This design comes from an exercise in tuning for small area and a short achievable clock period on the open sky130 flow, not from production work.
The RTL was checked by simulation tests, not by an equivalence proof against the original design.
No activity file was given, so power comes from the tool's default toggle rates.

==> design/flow/design.v <==
module lane_guard (
    input             clk,
    input             rst,
    /*verilator lint_off UNUSEDSIGNAL*/
    input      [23:0] lg_map,
    /*verilator lint_on UNUSEDSIGNAL*/
    input             wr_valid,
    input      [39:0] wr_data,
    input      [1:0]  wr_rank_state,
    input      [2:0]  wr_erased_lane,
    input             wr_zero_policy,
    output reg        dw_valid,
    output reg [47:0] dw_data,
    input             rd_valid,
    input      [47:0] rd_data,
    input      [1:0]  rd_rank_state,
    input      [2:0]  rd_erased_lane,
    input             rd_check_en,
    input             rd_hct_loaded,
    output reg        hr_valid,
    output reg        hr_first,
    output reg [39:0] hr_data,
    output reg [1:0]  hr_event,
    output reg [3:0]  hr_kind,
    output reg [2:0]  hr_lane,
    output reg        hr_rfail,
    output reg [15:0] hr_beats,
    output reg [7:0]  hr_bits
);
    localparam ST_PROTECTED = 2'd0;
    localparam ST_ERASED    = 2'd1;
    localparam ST_PL_FAULT  = 2'd2;
    localparam EV_NONE  = 2'd0;
    localparam EV_FS16  = 2'd1;
    localparam EV_FS17  = 2'd2;
    integer d, n, i;
    reg [17:0] map_q;
    reg [35:0] sel;
    always @(posedge clk)
        for (n = 0; n < 6; n = n + 1)
            map_q[3*n +: 3] <= lg_map[4*n +: 3];
    always @(*)
        for (d = 0; d < 6; d = d + 1)
            for (n = 0; n < 6; n = n + 1)
                sel[6*d+n] = (map_q[3*n +: 3] == d);
    reg [2:0] lane_of [0:5];
    always @(*)
        for (n = 0; n < 6; n = n + 1)
            lane_of[n] = map_q[3*n +: 3];
    function [7:0] gf_mul_a;
        input [7:0] x;
        begin
            gf_mul_a = {x[6:0], 1'b0} ^ (x[7] ? 8'h1D : 8'h00);
        end
    endfunction
    reg [47:0] wr_dram;
    reg [7:0]  wr_par;
    reg [7:0]  wr_lane;
    reg        wr_zact;
    always @(*) begin
        wr_par  = wr_data[7:0] ^ wr_data[15:8] ^ wr_data[23:16] ^
                  wr_data[31:24] ^ wr_data[39:32];
        wr_zact = wr_zero_policy && wr_rank_state[0];    
        for (d = 0; d < 6; d = d + 1) begin
            wr_lane = 8'd0;
            for (n = 0; n < 5; n = n + 1)
                wr_lane = wr_lane | (wr_data[8*n +: 8] & {8{sel[6*d+n]}});
            if (wr_zact && wr_erased_lane == d)
                wr_lane = 8'd0;
            wr_dram[8*d +: 8] = wr_lane | (wr_par & {8{sel[6*d+5]}});
        end
    end
    always @(posedge clk) begin
        dw_valid <= wr_valid && !rst;
        dw_data  <= wr_dram;
    end
    reg [39:0] rd_host;
    reg [7:0]  rd_syn;
    reg [4:0]  rd_eh;         
    always @(*) begin
        rd_syn = 8'd0;
        for (d = 0; d < 6; d = d + 1)
            rd_syn = rd_syn ^ rd_data[8*d +: 8];
        for (n = 0; n < 5; n = n + 1) begin
            rd_host[8*n +: 8] = 8'd0;
            rd_eh[n] = 1'b0;
            for (d = 0; d < 6; d = d + 1) begin
                rd_host[8*n +: 8] = rd_host[8*n +: 8] |
                                    (rd_data[8*d +: 8] & {8{sel[6*d+n]}});
                if (rd_erased_lane == d && sel[6*d+n])
                    rd_eh[n] = 1'b1;
            end
        end
    end
    wire       take = rd_valid && !rst;
    reg  [3:0] in_cnt;        
    reg  [1:0] b_state;       
    reg  [4:0] b_eh;
    reg        b_check;
    reg        b_hct;
    reg        new0;          
    reg        first0;        
    reg        last0;         
    reg  [3:0] idx0;          
    always @(posedge clk) begin
        if (rst) begin
            in_cnt <= 4'd0;
            new0   <= 1'b0;
        end else begin
            new0 <= rd_valid;
            if (rd_valid)
                in_cnt <= in_cnt + 4'd1;
        end
        first0 <= (in_cnt == 4'd0);
        idx0   <= in_cnt;
        last0  <= (in_cnt == 4'd15);
        if (take && in_cnt == 4'd0) begin
            b_state <= rd_rank_state;
            b_eh    <= rd_eh;
            b_check <= rd_check_en;
            b_hct   <= rd_hct_loaded;
        end
    end
    reg [39:0] q_h [0:15];
    reg [7:0]  q_s [0:15];
    reg [15:0] q_v;
    reg        pol;
    reg [15:1] ld;            
    reg [15:1] ld_n;          
    wire       complete;      
    reg        dlv;           
    reg [3:0]  dcnt;
    wire       go = complete || dlv;    
    reg [15:0] v_nx;
    reg        go_rest;       
    reg        cnt15;         
    reg [16:1] full_nx;       
    reg [15:1] ld_nx;
    always @(*) begin
        v_nx[0] = rd_valid;
        for (i = 1; i < 15; i = i + 1)
            v_nx[i] = ld[i] || (q_v[i] && !ld[i+1]);
        v_nx[15] = ld[15] || (q_v[15] && !go);
        go_rest  = complete || (dlv && dcnt != 4'd15);
        cnt15    = (in_cnt == 4'd15);
        full_nx[16] = 1'b1;
        for (i = 15; i >= 1; i = i - 1)
            full_nx[i] = v_nx[i] && full_nx[i+1];
        ld_nx[1] = rd_valid && (go_rest || !full_nx[1] || cnt15);
        for (i = 2; i < 16; i = i + 1)
            ld_nx[i] = (v_nx[i-1] && (go_rest || !full_nx[i])) ||
                       (rd_valid && v_nx[i-1] && cnt15);
    end
    always @(posedge clk) begin
        if (rst) begin
            q_v  <= 16'd0;
            pol  <= 1'b0;
            ld   <= 15'd0;
            ld_n <= {15{1'b1}};
        end else begin
            q_v  <= v_nx;
            pol  <= !pol;
            ld   <= ld_nx;
            ld_n <= ~ld_nx;
        end
    end
    wire [39:0] h0p = q_h[0] ^ {40{pol}};
    wire [7:0]  s0p = q_s[0] ^ {8{pol}};
    always @(posedge clk) begin
        q_h[0] <= rd_host;
        q_s[0] <= rd_syn;
        q_h[1] <= ~((h0p | {40{ld_n[1]}}) & (q_h[1] | {40{ld[1]}}));
        q_s[1] <= ~((s0p | {8{ld_n[1]}})  & (q_s[1] | {8{ld[1]}}));
        for (i = 2; i < 16; i = i + 1) begin
            q_h[i] <= ~((q_h[i-1] | {40{ld_n[i]}}) & (q_h[i] | {40{ld[i]}}));
            q_s[i] <= ~((q_s[i-1] | {8{ld_n[i]}})  & (q_s[i] | {8{ld[i]}}));
        end
    end
    reg [7:0] cw;             
    reg [7:0] sw [0:4];       
    reg [5:0] ok;             
    reg [6:0] acc;            
    reg [6:0] pass;
    reg        nz0;
    reg [7:0]  rd_cw;
    reg [7:0]  cw0;           
    wire [7:0] s0 = q_s[0];   
    always @(*) begin
        rd_cw = 8'h00;
        for (n = 3; n >= 0; n = n - 1)
            rd_cw = gf_mul_a(rd_cw ^ rd_host[8*n +: 8]);
        rd_cw = rd_cw ^ rd_host[39:32];
    end
    always @(posedge clk)
        cw0 <= rd_cw;
    always @(*) begin
        cw = cw0;
        sw[4] = s0;
        sw[0] = gf_mul_a(s0);
        sw[1] = gf_mul_a(sw[0]);
        sw[2] = gf_mul_a(sw[1]);
        sw[3] = gf_mul_a(sw[2]);
        for (n = 0; n < 5; n = n + 1)
            ok[n] = (cw == sw[n]);
        ok[5] = (cw == 8'h00);
        pass[5:0] = (first0 ? 6'h3F : acc[5:0]) & ok;
        nz0       = |s0;
        pass[6]   = (first0 ? 1'b0 : acc[6]) | nz0;
    end
    always @(posedge clk)
        if (new0)
            acc <= pass;
    wire restart = new0 && first0;
    always @(posedge clk) begin
        for (i = 0; i < 16; i = i + 1)
            hr_beats[i] <= (hr_beats[i] && !restart) || (new0 && idx0 == i && nz0);
        hr_bits <= (hr_bits & ~{8{restart}}) | (s0 & {8{new0}});
    end
    assign complete = new0 && last0;
    reg        s_nz;
    reg        raw_pass;
    reg [4:0]  tp;
    reg        c_raw;
    reg [4:0]  one_t;
    reg        only_raw, no_cand;
    reg        eh_none, e_pass;
    reg [4:0]  pick;
    reg [1:0]  d_event;
    reg [3:0]  d_kind;
    reg [2:0]  d_lane;
    reg        d_rfail;
    always @(*) begin
        s_nz     = pass[6];
        raw_pass = pass[5];
        tp       = pass[4:0];
        c_raw    = s_nz && raw_pass;
        for (n = 0; n < 5; n = n + 1)
            one_t[n] = tp[n] && !c_raw && ((tp & ~(5'd1 << n)) == 5'd0);
        only_raw = c_raw && (tp == 5'd0);
        no_cand  = !c_raw && (tp == 5'd0);
        eh_none  = (b_eh == 5'd0);
        e_pass   = eh_none ? raw_pass : |(tp & b_eh);
        pick    = 5'd0;
        d_event = EV_NONE;
        d_kind  = 4'd0;
        d_lane  = 3'd7;
        d_rfail = 1'b0;
        if (b_state == ST_ERASED)
            pick = b_eh;
        if (b_check) begin
            case (b_state)
                ST_PROTECTED: begin
                    if (!s_nz) begin
                        if (b_hct && !raw_pass) begin
                            d_event = EV_FS17;
                            d_kind  = 4'd7;
                        end
                    end else if (!b_hct) begin
                        d_event = EV_FS17;
                        d_kind  = 4'd4;
                    end else if (one_t != 5'd0) begin
                        pick    = one_t;
                        d_event = EV_FS16;
                        d_kind  = 4'd0;
                        d_lane  = 3'd0;
                        for (n = 0; n < 5; n = n + 1)
                            if (one_t[n]) d_lane = d_lane | lane_of[n];
                    end else if (only_raw) begin
                        d_event = EV_FS16;
                        d_kind  = 4'd1;
                        d_lane  = lane_of[5];
                    end else if (no_cand) begin
                        d_event = EV_FS17;
                        d_kind  = 4'd2;
                    end else begin
                        d_event = EV_FS17;
                        d_kind  = 4'd3;
                    end
                end
                ST_ERASED: begin
                    if (b_hct && !e_pass) begin
                        d_event = EV_FS17;
                        d_kind  = 4'd5;
                        d_rfail = 1'b1;
                    end
                end
                default: begin  
                    if (b_hct && !raw_pass) begin
                        d_event = EV_FS17;
                        d_kind  = 4'd6;
                        d_rfail = (b_state == ST_PL_FAULT);
                    end
                end
            endcase
        end
    end
    reg  [4:0] pick_q;
    wire [4:0] pick_now = complete ? pick : pick_q;
    reg [39:0] fix;
    always @(*)
        for (n = 0; n < 5; n = n + 1)
            fix[8*n +: 8] = pick_now[n] ? q_s[15] : {8{pol}};
    always @(posedge clk) begin
        if (rst) begin
            dlv      <= 1'b0;
            dcnt     <= 4'd0;
            hr_valid <= 1'b0;
            hr_first <= 1'b0;
        end else begin
            hr_valid <= go;
            hr_first <= complete;
            if (complete) begin
                dlv  <= 1'b1;
                dcnt <= 4'd1;
            end else if (dlv) begin
                dcnt <= dcnt + 4'd1;
                if (dcnt == 4'd15)
                    dlv <= 1'b0;
            end
        end
        if (complete)
            pick_q <= pick;
        hr_data  <= q_h[15] ^ fix;
        hr_event <= d_event;
        hr_kind  <= d_kind;
        hr_lane  <= d_lane;
        hr_rfail <= d_rfail;
    end
endmodule
==> design/flow/flow/run.sh <==
#!/bin/bash
# Standard layout with: plain buffers on the ports (instead of the default
# delay buffers), a shallower clock tree of large clusters, and timing repair
# aimed well below the clock period.
set -euo pipefail
export BUFFER_PORTS_ARGS="-buffer_cell sky130_fd_sc_hd__buf_2"
export SETUP_SLACK_MARGIN=10.15
export CTS_ARGS="-sink_clustering_enable -repair_clock_nets -root_buf sky130_fd_sc_hd__clkbuf_16 -sink_clustering_size 25 -sink_clustering_max_diameter 80 -buf_list sky130_fd_sc_hd__clkbuf_16"
bash standard.sh > standard.log 2>&1
==> design/flow/standard.sh <==
#!/bin/bash
# synth_recipe.tcl (not shown) runs the flow's synth.tcl, then flattens the netlist and writes it again
# the make line also repeats each setting of config.mk as NAME=value (left out here)
make -C /OpenROAD-flow-scripts/flow DESIGN_CONFIG=/design/flow/config.mk WORK_HOME=/design/flow/orfs CLKGATE_MAP_FILE= SYNTH_SCRIPT=/design/flow/synth_recipe.tcl "${@:-finish}"
==> design/flow/config.mk <==
export PLATFORM = sky130hd
export DESIGN_NAME = lane_guard
export DESIGN_NICKNAME = lane_guard
export VERILOG_FILES = /design/flow/design.v
export SDC_FILE = /design/flow/constraint.sdc
export NUM_CORES = 4
export LEC_CHECK = 0
export CAP_MARGIN = 20
export CORE_MARGIN = 2
export CORE_UTILIZATION = 48
export PLACE_DENSITY = 0.63
export SLEW_MARGIN = 20
==> design/flow/constraint.sdc <==
create_clock -name core_clock -period 14.0 [get_ports {clk}]
set_input_delay 2.8000 -clock core_clock [delete_from_list [all_inputs] [get_ports {clk}]]
set_output_delay 2.8000 -clock core_clock [all_outputs]
set_load 0.01 [all_outputs]
==> impl_metrics.toml <==
[status]
status = "timing/DRC/antenna clean"

[critical_path]
r2r_end = "hr_data[38]$_DFF_P_"
r2r_cells = 9
endpoint_kind = "register"
critPathLaunch = "wr_zero_policy"
worst_setup_path_start_kind = "input port"
regToRegStartpoint = "q_s[0][5]$_DFF_P_"
worstPathMaxFanout = 8
required_ns = 14.48
crit_type = "input port to register"
r2r_slack_ns = 10.36
cp.arrival_ns = 4.39

[drt]
wl_microns = 88700
final_antenna_net_count = 0
drcViolationCount = 0
drt_pass1_iterations = 10
via_per_inst = 6.02
vias = 24603
drt-initial-drc-count = 2247
drt-wirelength-per-cell_microns = 21.7

[global_route]
grt_use_met2 = 0.407
met3_usage = 0.0515
busiest_layer = "met2"
use_met1 = 0.310
antenna_found_initial = 21
gr-total-overflow = 0
grt_use_total = 0.242
grt_pass1_wl_microns = 139000
grt_max_degree = 51
grt_pass1_vias = 24129

[sta]
timing.setup.tns_ns = 0
worst_pin_slew_ns = 1.01
drv_slew = 0
min_period_over_period = 0.279
slew_headroom = 0.323
finalSetupViolCount = 0
fin_worst_skew_ns = 0.0238
min_period_ns = 3.91
rsz0062_at_grt = "true"
hold_violations = 0
clock.fmax_ghz = 0.256
holdWs_ns = 0.409

[worst_hold_path]
hp-class = "register to register"
worstHoldStart = "in_cnt[3]$_SDFFE_PP0P_"
whs_path_depth = 0
hold_end = "idx0[3]$_DFF_P_"

[floorplan]
initial_core_util = 0.486
die-height_microns = 268
die-width_microns = 268
design.core.area_sq_mm = 0.0688
io_pins = 254
row_count = 96
dieArea_sq_mm = 0.0718

[job]
timing.max_cap.violations = 0

[power_and_ir_drop]
leakage_nw = 14.6
p_per_area_mw_per_mm2 = 212
peakVddDrop_uv = 99.2

[synthesis]
synth.yosys.seq_area_share = 0.604
syn_nets = 3183
syn_avg_cell_area_sq_um = 11.0
yosys-top-cells-area = "dfxtp_1 59%, o22ai_1 13%, xnor2_1 4.2%"
synth_cell_types = 73
netlist_area_sq_mm = 0.0334
async_flop_share = 0
postSynthCellCount = 3051
yosys.area.top_type = "dfxtp_1"
ys_ff_latch = 1001
ys_warn_count = 5
synth_top_area_frac = 0.590
synth-edff-count = 16
ys.flop_type = "dfxtp_1"

[clock_tree]
clk_pin_slew_worst_paths_ns = 0.09
insertion_delay_ns = 0.63
cts.sinks = 1001
cts_tree = "yes"
clock_path_buffers = 3
htreeDepth = 2
hold_buffers = 0
root_buffer = "clkbuf_16"
numCtsBuffers = 48

[cells_and_area]
regArea_sq_mm = 0.0203
nFillCells = 5915
mostFrequentLayoutCells = "908 x dfxtp_1, 721 x o22ai_1, 171 x buf_2"
nNetsFinal = 3263
mostFrequentLayoutCell = "dfxtp_1"
areaGrowthSynthToFinish_pct = 12.0
multiInputGateArea_sq_mm = 0.0121
drive_above_1_share = 0.164

[place]
portBuffers = 245
gp_congestion = 0.893
place_hpwl_microns = 59300
-- worst max-delay path: stages --
cell	delay (ns)
buf_2	0.08
nand2_1	0.10
nor3b_1	0.25
nor2b_1	0.83
a21oi_1	0.10
a21o_1	0.23
-- where the power goes --
part	total (mW)	internal, mW	leakage (nW)	switching (mW)
registers	4.76	4.04	8.44	0.729
clock network	1.51	0.637	0.677	0.873
logic	1.66	0.969	5.48	0.687
-- per-layer routing --
layer | share of wire | vias up
li1 | - | 11670
met1 | 0.43 | 11801
met2 | 0.47 | 886
met3 | 0.067 | 236
met4 | 0.035 | 10
met5 | 0.00081 | -
-- flip-flops by register name, indices dropped and copies added, names as in the netlist, 15 cells and up --
register,cells
q_v,16
ld_n,15
q_s,128
hr_data,40
ld,15
dw_data,48
hr_beats,16
map_q,18
q_h,640
-- cells in the mapped netlist, types with 3 or more instances --
cell,count
clkbuf_1,219
o211ai_1,6
nor4_1,17
or2_2,6
o21a_1,9
a32o_1,5
nor3b_1,25
edfxtp_1,16
a21oi_1,45
nor2_1,56
nor3_1,26
buf_6,3
mux2i_1,43
a22o_1,35
and2_1,5
o22ai_1,721
and3_1,3
nand2b_1,5
or4_1,3
buf_4,3
or3_1,5
a222oi_1,48
a21o_1,27
o31a_1,5
inv_1,43
buf_1,56
nand4_1,8
nand3_1,46
buf_2,13
a221oi_1,4
ha_1,3
and3b_1,10
nor2b_1,7
xnor2_1,160
dfxtp_1,985
nand2_1,62
xor2_1,96
a22oi_1,170
o21ai_0,12
-- stage by stage --
step	setup slack [ns]	cells	power, mW	area, sq um	util
after floorplan	10.03	3051	5.85	33500	-
after global placement	9.49	4002	6.32	35400	0.514
after detailed placement	9.47	4002	6.42	35400	0.514
after CTS	10.08	4072	7.94	37200	0.540
after global routing	10.07	4086	8.39	37400	0.544
final	10.09	4089	7.93	37500	0.544
-- repair_timing --
| action | 4_1_cts | 5_1_grt |
|---|---|---|
| endpoints found under the setup margin | 130 | 134 |
| cloned | 0 | 0 |
| resized for setup | 91 | 63 |
| setup buffers | 8 | 2 |
| pin swaps | 1 | 0 |
-- cell families after synthesis --
family	Yosys count	share of synthesized area
compound gates	1108	0.224
xor+xnor	262	0.0715
fa+ha+maj	3	0.00112
buf+inv	339	0.0402
flops	1001	0.604
mux	44	0.0132
other cells	1	0.000112
simple gates	293	0.0459
-- worst max-delay path by stage --
stage / to / depth (start not counted)
final: dw_data[19]$_DFF_P_ / 6
after global routing: hr_bits[4] / 1
after CTS: dw_data[35] / 1
after detailed placement: cw0[2]$_DFF_P_ / 7
after global placement: cw0[2]$_DFF_P_ / 7
after floorplan: cw0[4]$_DFF_P_ / 7
-- final cells by class --
cell class	instances	area share
Antenna cell	15	0.00100
Clock inverter	14	0.00418
Inverter	44	0.00454
Clock buffer	48	0.0321
Sequential cell	1001	0.542
Multi-Input combinational cell	1711	0.324
Timing Repair Buffer	325	0.0611
Tap cell	931	0.0311

afterwards: timing with drivers on the ports:
The flow's constraints put no driver on any port. The routed layout listed below was extracted and timed again, unchanged, in two steps. Step 1 assumes that a clkbuf_16 drives the clock port and a buf_2 every other input. Step 2 also shifts input and output timing later by t, the mid clock arrival at the registers, as if the neighbouring blocks saw the same clock. Three values: no drivers, after step 1, after step 2; two values: the first two.
t, ns: 0.667
setup slack, ns: 10.094 / 10.052 / 9.463
worst data-port slew with drivers (ns): 0.12
After both steps this run still meets setup and hold. For this run, drivers alone change the setup slack by -0.042 ns; drivers and shift together by -0.631 ns.
